Source: an optimization exercise on an open RTL-to-GDS flow (aim: small area). Production flows keep margins and buffers that such runs may drop. At most, simulation tests tie the RTL to the original design; equivalence was not proved. The clock port is modelled as an ideal driver; clocking choices that lean on that would not hold on a real chip. Power is estimated from default activity; no workload was simulated.

==> 02-13 <==
Design slrx, start of the top module:
module slrx (
    input             clk,
    input             rst,           
    input             in_valid,      
    input      [9:0]  in_cg,
    output reg        sync,          
    output reg        cell_valid,    
    output            cell_link,     
    output     [63:0] cell_hdr,      
    output     [71:0] cell_payload,  
    output reg [31:0] cv_cnt,        
    output reg [31:0] crc_cnt,       
    output reg [31:0] stomp_cnt,     
    output reg [31:0] rx_cells,      
    output reg [15:0] abort_cnt,     
    output reg [15:0] loss_cnt       
);
make LEC_CHECK=0 CAP_MARGIN=20 CORE_MARGIN=2 CORE_UTILIZATION=40 SLEW_MARGIN=20 finish   # period 25.0 ns
run.sh (not shown) runs the stock make flow with config.mk's settings and CLKGATE_MAP_FILE= SYNTH_SCRIPT=/design/flow/synth_recipe.tcl, a recipe that flattens the netlist after the stock synthesis.
==> 08-11 (differences from 02-13) <==
Settings changed: CORE_UTILIZATION 40 to 60, CTS_BUF_LIST from default to sky130_fd_sc_hd__clkbuf_4 sky130_fd_sc_hd__clkbuf_2.
==> impl_metrics.env <==
export IMPL_wl_per_cell_um=17.68
export IMPL_grt_antenna_before_repair=1
export IMPL_drt_pass1_iterations=7
export IMPL_buf_share_pct=15.49
export IMPL_grt_use_total_pct=28.22
export IMPL_vias_per_cell=5.849
export IMPL_whs_endpoint="cbuf[105]"
export IMPL_multi_input_area_mm2=0.007042
export IMPL_place_congestion=0.8841
export IMPL_min_from="cbuf[113]"
export IMPL_num_rows=60
export IMPL_dr_wl_met2_mm=20.50
export IMPL_dp_hpwl_mm=28.94
export IMPL_layout_drive_gt1_share_pct=10.73
export IMPL_dieArea_mm2=0.02821
export IMPL_sh_seq_area_pct=41.35
export IMPL_status="timing/DRC/antenna clean"
-- figures above: 08-11

==> impl_metrics.env <==
export IMPL_sh_seq_area_pct=40.81
export IMPL_layout_drive_gt1_share_pct=6.325
export IMPL_drt_pass1_iterations=6
export IMPL_grt_use_total_pct=19.79
export IMPL_whs_endpoint="cbuf[77]"
export IMPL_buf_share_pct=15.31
export IMPL_status="timing/DRC/antenna clean"
export IMPL_grt_antenna_before_repair=0
export IMPL_multi_input_area_mm2=0.007027
export IMPL_num_rows=73
-- figures above: 02-13


========
==> delta: inputs <==
==> flow/design.v <==
module slrx (
    input             clk,
    input             rst,           
    input             in_valid,      
    input      [9:0]  in_cg,
    output reg        sync,          
    output reg        cell_valid,    
    output            cell_link,     
    output     [63:0] cell_hdr,      
    output     [71:0] cell_payload,  
    output reg [31:0] cv_cnt,        
    output reg [31:0] crc_cnt,       
    output reg [31:0] stomp_cnt,     
    output reg [31:0] rx_cells,      
    output reg [15:0] abort_cnt,     
    output reg [15:0] loss_cnt       
);
    reg rd;                      
    wire [5:0] c6 = in_cg[9:4];
    wire [3:0] c4 = in_cg[3:0];
    wire [2:0] n6 = c6[0] + c6[1] + c6[2] + c6[3] + c6[4] + c6[5];
    wire [2:0] n4 = c4[0] + c4[1] + c4[2] + c4[3];
    wire rd6 = (n6 > 3'd3) ? 1'b1 : (n6 < 3'd3) ? 1'b0 :
               (c6 == 6'b000111) ? 1'b1 : (c6 == 6'b111000) ? 1'b0 : rd;
    wire rd_next = (n4 > 3'd2) ? 1'b1 : (n4 < 3'd2) ? 1'b0 :
                   (c4 == 4'b0011) ? 1'b1 : (c4 == 4'b1100) ? 1'b0 : rd6;
    wire [5:0] w6 = c6 ^ {6{rd}};
    wire [3:0] w4 = c4 ^ {4{rd6}};
    wire [2:0] m6 = w6[0] + w6[1] + w6[2] + w6[3] + w6[4] + w6[5];
    wire v6 = (m6 == 3'd4 && w6 != 6'b001111 && w6 != 6'b111100) || (m6 == 3'd3 && w6 != 6'b000111);
    wire a7 = w6 == 6'b100011 || w6 == 6'b010011 || w6 == 6'b001011;
    reg v4;
    always @* case (w4)
        4'b1011, 4'b1001, 4'b0101, 4'b1100, 4'b1101, 4'b1010, 4'b0110: v4 = 1'b1;
        4'b1110: v4 = !a7;
        4'b0111: v4 = a7;
        default: v4 = 1'b0;
    endcase
    wire is_data = v6 && v4;
    wire [9:0] w = in_cg ^ {10{rd}};
    wire is_comma = w == 10'b001111_1010;
    wire is_sdc   = w == 10'b110110_1000;
    wire is_sdl   = w == 10'b101110_1000;
    wire is_abort = w == 10'b011110_1000;
    wire flip = (n6 < 3'd3) || c6 == 6'b000111;
    wire [5:0] q = c6 ^ {6{flip}};
    reg [4:0] corr;
    always @* case (q)
        6'b100111: corr = 5'b11001;
        6'b011101, 6'b101101, 6'b110101, 6'b111001: corr = 5'b01111;
        6'b010111: corr = 5'b10101;
        6'b011011: corr = 5'b00110;
        6'b110011: corr = 5'b01011;
        6'b101011: corr = 5'b01010;
        default: corr = 5'b00000;
    endcase
    wire [4:0] dx = {q[1], q[2], q[3], q[4], q[5]} ^ corr;
    reg [2:0] dy;
    always @* case (c4)
        4'b1011, 4'b0100: dy = 3'd0;
        4'b1001:          dy = 3'd1;
        4'b0101:          dy = 3'd2;
        4'b1100, 4'b0011: dy = 3'd3;
        4'b1101, 4'b0010: dy = 3'd4;
        4'b1010:          dy = 3'd5;
        4'b0110:          dy = 3'd6;
        default:          dy = 3'd7;
    endcase
    wire [7:0] dec_byte = {dy, dx};
    wire is_start = is_sdc || is_sdl;
    wire is_cv    = !(is_data || is_comma || is_start || is_abort);
    reg        armed;            
    reg [5:0]  gcnt;             
    reg [4:0]  age1, age2, age3;   
    function [4:0] age_inc(input [4:0] a);
        age_inc = (a == 5'd31) ? 5'd31 : a + 5'd1;
    endfunction
    wire lose_sync = (is_cv && age3 != 5'd31) || (!is_comma && gcnt == 6'd63);
    reg        in_cell;
    reg [4:0]  pos;              
    reg        cur_link;
    reg [135:0] cbuf;            
    reg [15:0] crc;
    function [15:0] crc16_byte(input [15:0] c, input [7:0] d);
        reg [15:0] r;
        integer k;
        begin
            r = c ^ {d, 8'h00};
            for (k = 0; k < 8; k = k + 1)
                r = r[15] ? ((r << 1) ^ 16'h1021) : (r << 1);
            crc16_byte = r;
        end
    endfunction
    wire pos_body = !(pos[4:1] == 4'b1111);     
    wire pos_b18  = pos == 5'd30;
    wire pos_b19  = pos == 5'd31;
    wire [15:0] chk   = {crc[15:8] ^ dec_byte, crc[7:0]};
    wire crc_good     = chk == 16'h0000;
    wire crc_stomp    = chk == 16'hFFFF;
    assign cell_hdr     = cbuf[63:0];
    assign cell_payload = cbuf[135:64];
    assign cell_link    = cur_link;
    wire frame   = in_valid && sync && !lose_sync;   
    wire judge   = frame && in_cell && is_data && pos_b19;
    always @(posedge clk) begin
        if (in_valid) begin
            if (is_start) begin
                pos      <= 5'd13;
                crc      <= 16'hFFFF;
                cur_link <= is_sdl;
            end else begin
                pos <= pos + 5'd1;
                if (pos_body)
                    crc <= crc16_byte(crc, dec_byte);
                else
                    crc[7:0] <= crc[7:0] ^ dec_byte;
            end
            if (pos_body)
                cbuf <= {dec_byte, cbuf[135:8]};
        end
    end
    always @(posedge clk) begin
        if (!sync || (in_valid && sync && (lose_sync || !is_data || pos_b19)))
            in_cell <= 1'b0;
        if (frame && is_start)
            in_cell <= 1'b1;
    end
    always @(posedge clk) begin
        if (!sync) begin
            age1 <= 5'd31;
            age2 <= 5'd31;
            age3 <= 5'd31;
        end else if (in_valid) begin
            if (is_cv) begin
                age1 <= 5'd0;
                age2 <= age_inc(age1);
                age3 <= age_inc(age2);
            end else begin
                age1 <= age_inc(age1);
                age2 <= age_inc(age2);
                age3 <= age_inc(age3);
            end
        end
    end
    always @(posedge clk) begin
        if (in_valid)
            gcnt <= (sync ? is_comma : (is_cv || !armed)) ? 6'd0 : gcnt + 6'd1;
    end
    wire inc_cv    = in_valid && sync && is_cv;
    wire inc_loss  = in_valid && sync && lose_sync && !(&loss_cnt);
    wire in_frame  = frame && in_cell;
    wire inc_crc   = in_frame && (is_start || is_comma || (judge && !crc_good && !crc_stomp));
    wire inc_abort = in_frame && is_abort && !(&abort_cnt);
    wire inc_rx    = judge && crc_good;
    wire inc_stomp = judge && crc_stomp;
    function [31:0] bump32(input [31:0] q, input en, input clr);
        reg t;
        integer k;
        begin
            t = en;
            for (k = 0; k < 32; k = k + 1) begin
                bump32[k] = ~clr & (q[k] ^ t);
                t = t & q[k];
            end
        end
    endfunction
    function [15:0] bump16(input [15:0] q, input en, input clr);
        reg t;
        integer k;
        begin
            t = en;
            for (k = 0; k < 16; k = k + 1) begin
                bump16[k] = ~clr & (q[k] ^ t);
                t = t & q[k];
            end
        end
    endfunction
    always @(posedge clk) begin
        cv_cnt    <= bump32(cv_cnt,    inc_cv,    rst);
        crc_cnt   <= bump32(crc_cnt,   inc_crc,   rst);
        stomp_cnt <= bump32(stomp_cnt, inc_stomp, rst);
        rx_cells  <= bump32(rx_cells,  inc_rx,    rst);
        abort_cnt <= bump16(abort_cnt, inc_abort, rst);
        loss_cnt  <= bump16(loss_cnt,  inc_loss,  rst);
    end
    always @(posedge clk) begin
        if (rst) begin
            sync       <= 1'b0;
            armed      <= 1'b0;
            rd         <= 1'b0;
            cell_valid <= 1'b0;
        end else begin
            cell_valid <= judge && crc_good && cbuf[15:12] < 4'hA;
            if (in_valid) begin
                rd <= rd_next;
                if (!sync) begin
                    if (is_cv)
                        armed <= 1'b0;
                    else if (armed) begin
                        if (gcnt == 6'd63) begin
                            sync  <= 1'b1;
                            armed <= 1'b0;
                        end
                    end else if (is_comma)
                        armed <= 1'b1;
                end else if (lose_sync)
                    sync <= 1'b0;
            end
        end
    end
endmodule
==> flow/flow/run.sh <==
#!/bin/bash
# Layout flow: the standard flow (standard.sh) with two changes made
# through ORFS's own hooks: the port buffers use the smallest buffer
# (buf_1), and after CTS the resizer sizes gates down where timing allows.
set -euo pipefail
HERE=$(pwd)
export BUFFER_PORTS_ARGS="-buffer_cell sky130_fd_sc_hd__buf_1"
export POST_CTS_TCL="$HERE/flow/post_cts.tcl"
bash standard.sh > "$HERE/standard.log" 2>&1
==> flow/flow/post_cts.tcl <==
# Size gates down on paths with slack to spare.
puts "post_cts: area recovery"
log_cmd repair_timing -recover_power 100
set result [catch { detailed_placement } msg]
if { $result != 0 } {
  error "Detailed placement failed after area recovery: $msg"
}
check_placement -verbose
report_design_area
==> flow/standard.sh <==
#!/bin/bash
# synth_recipe.tcl (not shown) runs the flow's synth.tcl, then flattens the netlist and writes it again
# the make line also repeats each setting of config.mk as NAME=value (left out here)
make -C /OpenROAD-flow-scripts/flow DESIGN_CONFIG=/design/flow/config.mk WORK_HOME=/design/flow/orfs CLKGATE_MAP_FILE= SYNTH_SCRIPT=/design/flow/synth_recipe.tcl "${@:-finish}"
==> flow/config.mk <==
export PLATFORM = sky130hd
export DESIGN_NAME = slrx
export DESIGN_NICKNAME = slrx
export VERILOG_FILES = /design/flow/design.v
export SDC_FILE = /design/flow/constraint.sdc
export NUM_CORES = 4
export LEC_CHECK = 0
export CAP_MARGIN = 20
export CORE_MARGIN = 2
export CORE_UTILIZATION = 60
export CTS_BUF_LIST = sky130_fd_sc_hd__clkbuf_4 sky130_fd_sc_hd__clkbuf_2
export SLEW_MARGIN = 20
==> flow/constraint.sdc <==
create_clock -name core_clock -period 25.0 [get_ports {clk}]
set_input_delay 5.0000 -clock core_clock [delete_from_list [all_inputs] [get_ports {clk}]]
set_output_delay 5.0000 -clock core_clock [all_outputs]
set_load 0.01 [all_outputs]
==> inputs of pepper, as changes to delta <==
--- a/flow/design.v
+++ b/flow/design.v
@@ -19,22 +19,17 @@
     wire [5:0] c6 = in_cg[9:4];
     wire [3:0] c4 = in_cg[3:0];
-    wire [2:0] n6 = c6[0] + c6[1] + c6[2] + c6[3] + c6[4] + c6[5];
-    wire [2:0] n4 = c4[0] + c4[1] + c4[2] + c4[3];
-    wire rd6 = (n6 > 3'd3) ? 1'b1 : (n6 < 3'd3) ? 1'b0 :
-               (c6 == 6'b000111) ? 1'b1 : (c6 == 6'b111000) ? 1'b0 : rd;
-    wire rd_next = (n4 > 3'd2) ? 1'b1 : (n4 < 3'd2) ? 1'b0 :
-                   (c4 == 4'b0011) ? 1'b1 : (c4 == 4'b1100) ? 1'b0 : rd6;
+    localparam [63:0] RD6_POS = 64'hfee8e880e8808080;    
+    localparam [63:0] RD6_KEEP = 64'h0016166816686800;   
+    localparam [15:0] RD4_POS = 16'he888;
+    localparam [15:0] RD4_KEEP = 16'h0660;
+    localparam [63:0] V6_TAB = 64'h077e7ee87ee86800;     
+    localparam [15:0] V4_TAB = 16'h3e60;      
+    wire rd6 = RD6_POS[c6] | (RD6_KEEP[c6] & rd);
+    wire rd_next = RD4_POS[c4] | (RD4_KEEP[c4] & rd6);
     wire [5:0] w6 = c6 ^ {6{rd}};
     wire [3:0] w4 = c4 ^ {4{rd6}};
-    wire [2:0] m6 = w6[0] + w6[1] + w6[2] + w6[3] + w6[4] + w6[5];
-    wire v6 = (m6 == 3'd4 && w6 != 6'b001111 && w6 != 6'b111100) || (m6 == 3'd3 && w6 != 6'b000111);
+    wire v6 = V6_TAB[w6];
     wire a7 = w6 == 6'b100011 || w6 == 6'b010011 || w6 == 6'b001011;
-    reg v4;
-    always @* case (w4)
-        4'b1011, 4'b1001, 4'b0101, 4'b1100, 4'b1101, 4'b1010, 4'b0110: v4 = 1'b1;
-        4'b1110: v4 = !a7;
-        4'b0111: v4 = a7;
-        default: v4 = 1'b0;
-    endcase
+    wire v4 = V4_TAB[w4] | (w4 == 4'b1110 & !a7) | (w4 == 4'b0111 & a7);
     wire is_data = v6 && v4;
     wire [9:0] w = in_cg ^ {10{rd}};
@@ -43,17 +38,27 @@
     wire is_sdl   = w == 10'b101110_1000;
     wire is_abort = w == 10'b011110_1000;
-    wire flip = (n6 < 3'd3) || c6 == 6'b000111;
-    wire [5:0] q = c6 ^ {6{flip}};
-    reg [4:0] corr;
-    always @* case (q)
-        6'b100111: corr = 5'b11001;
-        6'b011101, 6'b101101, 6'b110101, 6'b111001: corr = 5'b01111;
-        6'b010111: corr = 5'b10101;
-        6'b011011: corr = 5'b00110;
-        6'b110011: corr = 5'b01011;
-        6'b101011: corr = 5'b01010;
-        default: corr = 5'b00000;
-    endcase
-    wire [4:0] dx = {q[1], q[2], q[3], q[4], q[5]} ^ corr;
+    wire ca = c6[5], cb = c6[4], cc = c6[3], cd = c6[2], ce = c6[1], ci = c6[0];
+    wire aeqb = ~(ca ^ cb), ceqd = ~(cc ^ cd), eeqi = ~(ce ^ ci);
+    wire p22 = (ca & cb & ~cc & ~cd) | (cc & cd & ~ca & ~cb) | (~aeqb & ~ceqd);
+    wire p13 = (~aeqb & ~cc & ~cd) | (~ceqd & ~ca & ~cb);
+    wire p31 = (~aeqb & cc & cd) | (~ceqd & ca & cb);
+    wire p22bceeqi   = p22 & cb & cc & eeqi;
+    wire p22bncneeqi = p22 & ~cb & ~cc & eeqi;
+    wire p22aceeqi   = p22 & ca & cc & eeqi;
+    wire p22ancneeqi = p22 & ~ca & ~cc & eeqi;
+    wire p13in  = p13 & ~ci;
+    wire p31i   = p31 & ci;
+    wire p13dei = p13 & cd & ce & ci;
+    wire p13en  = p13 & ~ce;
+    wire anbnenin = ~ca & ~cb & ~ce & ~ci;
+    wire abei     = ca & cb & ce & ci;
+    wire cndnenin = ~cc & ~cd & ~ce & ~ci;
+    wire common = p31i | p13dei | p13en | cndnenin;
+    wire [4:0] dx;
+    assign dx[0] = ca ^ (p22bncneeqi | p22ancneeqi | abei | common);
+    assign dx[1] = cb ^ (p22bceeqi | p22aceeqi | abei | common);
+    assign dx[2] = cc ^ (p22bceeqi | p22ancneeqi | anbnenin | common);
+    assign dx[3] = cd ^ (p22bncneeqi | p22aceeqi | abei | common);
+    assign dx[4] = ce ^ (p22bncneeqi | p13in | p13dei | p22ancneeqi | p13en | anbnenin | cndnenin);
     reg [2:0] dy;
     always @* case (c4)
==> flow/flow/run.sh (replaced) <==
#!/bin/bash
# Layout flow: the standard flow (standard.sh, standard synthesis
# unchanged) with three changes made through ORFS's own variables and hooks:
#  - the port buffers use the smallest buffer, buf_1;
#  - the clock tree uses clkbuf_4 with small sink clusters and no dummy loads;
#  - after CTS the resizer sizes gates down where timing allows.
set -euo pipefail
HERE=$(pwd)
export BUFFER_PORTS_ARGS="-buffer_cell sky130_fd_sc_hd__buf_1"
export CTS_ARGS="-sink_clustering_enable -repair_clock_nets -dont_use_dummy_load -sink_clustering_size 10 -sink_clustering_max_diameter 50 -buf_list sky130_fd_sc_hd__clkbuf_4"
export POST_CTS_TCL="$HERE/flow/post_cts.tcl"
bash standard.sh > "$HERE/standard.log" 2>&1
--- a/flow/config.mk
+++ b/flow/config.mk
@@ -9,4 +9,3 @@
 export CORE_MARGIN = 2
 export CORE_UTILIZATION = 60
-export CTS_BUF_LIST = sky130_fd_sc_hd__clkbuf_4 sky130_fd_sc_hd__clkbuf_2
 export SLEW_MARGIN = 20
==> inputs of onyx, as changes to delta <==
--- a/flow/design.v
+++ b/flow/design.v
@@ -19,22 +19,17 @@
     wire [5:0] c6 = in_cg[9:4];
     wire [3:0] c4 = in_cg[3:0];
-    wire [2:0] n6 = c6[0] + c6[1] + c6[2] + c6[3] + c6[4] + c6[5];
-    wire [2:0] n4 = c4[0] + c4[1] + c4[2] + c4[3];
-    wire rd6 = (n6 > 3'd3) ? 1'b1 : (n6 < 3'd3) ? 1'b0 :
-               (c6 == 6'b000111) ? 1'b1 : (c6 == 6'b111000) ? 1'b0 : rd;
-    wire rd_next = (n4 > 3'd2) ? 1'b1 : (n4 < 3'd2) ? 1'b0 :
-                   (c4 == 4'b0011) ? 1'b1 : (c4 == 4'b1100) ? 1'b0 : rd6;
+    localparam [63:0] RD6_POS = 64'hfee8e880e8808080;    
+    localparam [63:0] RD6_KEEP = 64'h0016166816686800;   
+    localparam [15:0] RD4_POS = 16'he888;
+    localparam [15:0] RD4_KEEP = 16'h0660;
+    localparam [63:0] V6_TAB = 64'h077e7ee87ee86800;     
+    localparam [15:0] V4_TAB = 16'h3e60;      
+    wire rd6 = RD6_POS[c6] | (RD6_KEEP[c6] & rd);
+    wire rd_next = RD4_POS[c4] | (RD4_KEEP[c4] & rd6);
     wire [5:0] w6 = c6 ^ {6{rd}};
     wire [3:0] w4 = c4 ^ {4{rd6}};
-    wire [2:0] m6 = w6[0] + w6[1] + w6[2] + w6[3] + w6[4] + w6[5];
-    wire v6 = (m6 == 3'd4 && w6 != 6'b001111 && w6 != 6'b111100) || (m6 == 3'd3 && w6 != 6'b000111);
+    wire v6 = V6_TAB[w6];
     wire a7 = w6 == 6'b100011 || w6 == 6'b010011 || w6 == 6'b001011;
-    reg v4;
-    always @* case (w4)
-        4'b1011, 4'b1001, 4'b0101, 4'b1100, 4'b1101, 4'b1010, 4'b0110: v4 = 1'b1;
-        4'b1110: v4 = !a7;
-        4'b0111: v4 = a7;
-        default: v4 = 1'b0;
-    endcase
+    wire v4 = V4_TAB[w4] | (w4 == 4'b1110 & !a7) | (w4 == 4'b0111 & a7);
     wire is_data = v6 && v4;
     wire [9:0] w = in_cg ^ {10{rd}};
@@ -43,17 +38,27 @@
     wire is_sdl   = w == 10'b101110_1000;
     wire is_abort = w == 10'b011110_1000;
-    wire flip = (n6 < 3'd3) || c6 == 6'b000111;
-    wire [5:0] q = c6 ^ {6{flip}};
-    reg [4:0] corr;
-    always @* case (q)
-        6'b100111: corr = 5'b11001;
-        6'b011101, 6'b101101, 6'b110101, 6'b111001: corr = 5'b01111;
-        6'b010111: corr = 5'b10101;
-        6'b011011: corr = 5'b00110;
-        6'b110011: corr = 5'b01011;
-        6'b101011: corr = 5'b01010;
-        default: corr = 5'b00000;
-    endcase
-    wire [4:0] dx = {q[1], q[2], q[3], q[4], q[5]} ^ corr;
+    wire ca = c6[5], cb = c6[4], cc = c6[3], cd = c6[2], ce = c6[1], ci = c6[0];
+    wire aeqb = ~(ca ^ cb), ceqd = ~(cc ^ cd), eeqi = ~(ce ^ ci);
+    wire p22 = (ca & cb & ~cc & ~cd) | (cc & cd & ~ca & ~cb) | (~aeqb & ~ceqd);
+    wire p13 = (~aeqb & ~cc & ~cd) | (~ceqd & ~ca & ~cb);
+    wire p31 = (~aeqb & cc & cd) | (~ceqd & ca & cb);
+    wire p22bceeqi   = p22 & cb & cc & eeqi;
+    wire p22bncneeqi = p22 & ~cb & ~cc & eeqi;
+    wire p22aceeqi   = p22 & ca & cc & eeqi;
+    wire p22ancneeqi = p22 & ~ca & ~cc & eeqi;
+    wire p13in  = p13 & ~ci;
+    wire p31i   = p31 & ci;
+    wire p13dei = p13 & cd & ce & ci;
+    wire p13en  = p13 & ~ce;
+    wire anbnenin = ~ca & ~cb & ~ce & ~ci;
+    wire abei     = ca & cb & ce & ci;
+    wire cndnenin = ~cc & ~cd & ~ce & ~ci;
+    wire common = p31i | p13dei | p13en | cndnenin;
+    wire [4:0] dx;
+    assign dx[0] = ca ^ (p22bncneeqi | p22ancneeqi | abei | common);
+    assign dx[1] = cb ^ (p22bceeqi | p22aceeqi | abei | common);
+    assign dx[2] = cc ^ (p22bceeqi | p22ancneeqi | anbnenin | common);
+    assign dx[3] = cd ^ (p22bncneeqi | p22aceeqi | abei | common);
+    assign dx[4] = ce ^ (p22bncneeqi | p13in | p13dei | p22ancneeqi | p13en | anbnenin | cndnenin);
     reg [2:0] dy;
     always @* case (c4)
==> flow/flow/run.sh (replaced) <==
#!/bin/bash
# Layout flow: the standard flow (standard.sh) with these changes:
#  - synthesis is ORFS's synthesis script unchanged except for the ABC
#    mapping script, which maps for area (strash; dch; amap) instead of
#    delay; the registers come out as in the standard synthesis;
#  - the port buffers use the smallest buffer, buf_1;
#  - the clock tree uses clkbuf_4 with small sink clusters and no dummy loads;
#  - after CTS the resizer sizes gates down where timing allows.
# Each step's full output goes to a log file in this folder.
set -euo pipefail
HERE=$(pwd)
rm -rf "$HERE/area_scripts"
mkdir -p "$HERE/area_scripts"
cp -r "$FLOW_HOME/scripts/." "$HERE/area_scripts/"
cp "$HERE/flow/abc_map.script" "$HERE/area_scripts/abc_speed.script"
SCRIPTS_DIR="$HERE/area_scripts" bash standard.sh synth > "$HERE/synth.log" 2>&1
export BUFFER_PORTS_ARGS="-buffer_cell sky130_fd_sc_hd__buf_1"
export CTS_ARGS="-sink_clustering_enable -repair_clock_nets -dont_use_dummy_load -sink_clustering_size 10 -sink_clustering_max_diameter 50 -buf_list sky130_fd_sc_hd__clkbuf_4"
export POST_CTS_TCL="$HERE/flow/post_cts.tcl"
bash standard.sh > "$HERE/standard.log" 2>&1
==> flow/flow/abc_map.script (new file) <==
strash
dch
amap
--- a/flow/config.mk
+++ b/flow/config.mk
@@ -9,4 +9,3 @@
 export CORE_MARGIN = 2
 export CORE_UTILIZATION = 60
-export CTS_BUF_LIST = sky130_fd_sc_hd__clkbuf_4 sky130_fd_sc_hd__clkbuf_2
 export SLEW_MARGIN = 20
==> notes <==
Total power: delta > pepper > onyx.
Between delta and pepper, the lower global-route usage is in pepper (gap 1.9 points).
In sequential cell count, onyx and pepper do not differ.
Synthesized cell count, highest first: delta, pepper, onyx.
No functional check of the RTL was part of delta.

-- what the ideal ports hide --
The flow's constraints put no driver on any port. The routed layouts listed below were extracted and timed again, unchanged, in two steps.
Step 1 assumes that a clkbuf_16 drives the clock port and a buf_2 every other input.
Step 2 moves the port delays by t, midway between the first and last clock arrival at a register: inputs arrive t later, outputs are due t later. That takes back most of the time a late clock gives input paths.
Three values: ideal, step 1, step 2; two values: the first two.
| run | t, ns | setup WS [ns] | worst slew at a driven data input, ns | pins driven straight from the clock port |
|---|---|---|---|---|
| 02-13 | 0.595 | 14.398 / 14.433 / 13.838 | 0.05 | 1 |
| 08-11 | 0.771 | 14.474 / 14.499 / 13.728 | 0.03 | 1 |
| delta | 0.745 | 9.600 / 9.621 / 8.876 | 0.04 | 1 |
| pepper | 0.652 | 10.207 / 10.230 / 9.578 | 0.05 | 1 |
| onyx | 0.673 | 9.465 / 9.485 / 8.811 | 0.03 | 1 |
After both steps setup and hold are still met in every run listed. For 08-11, which loses most, drivers alone change the setup slack by +0.025 ns; drivers and shift together by -0.746 ns.
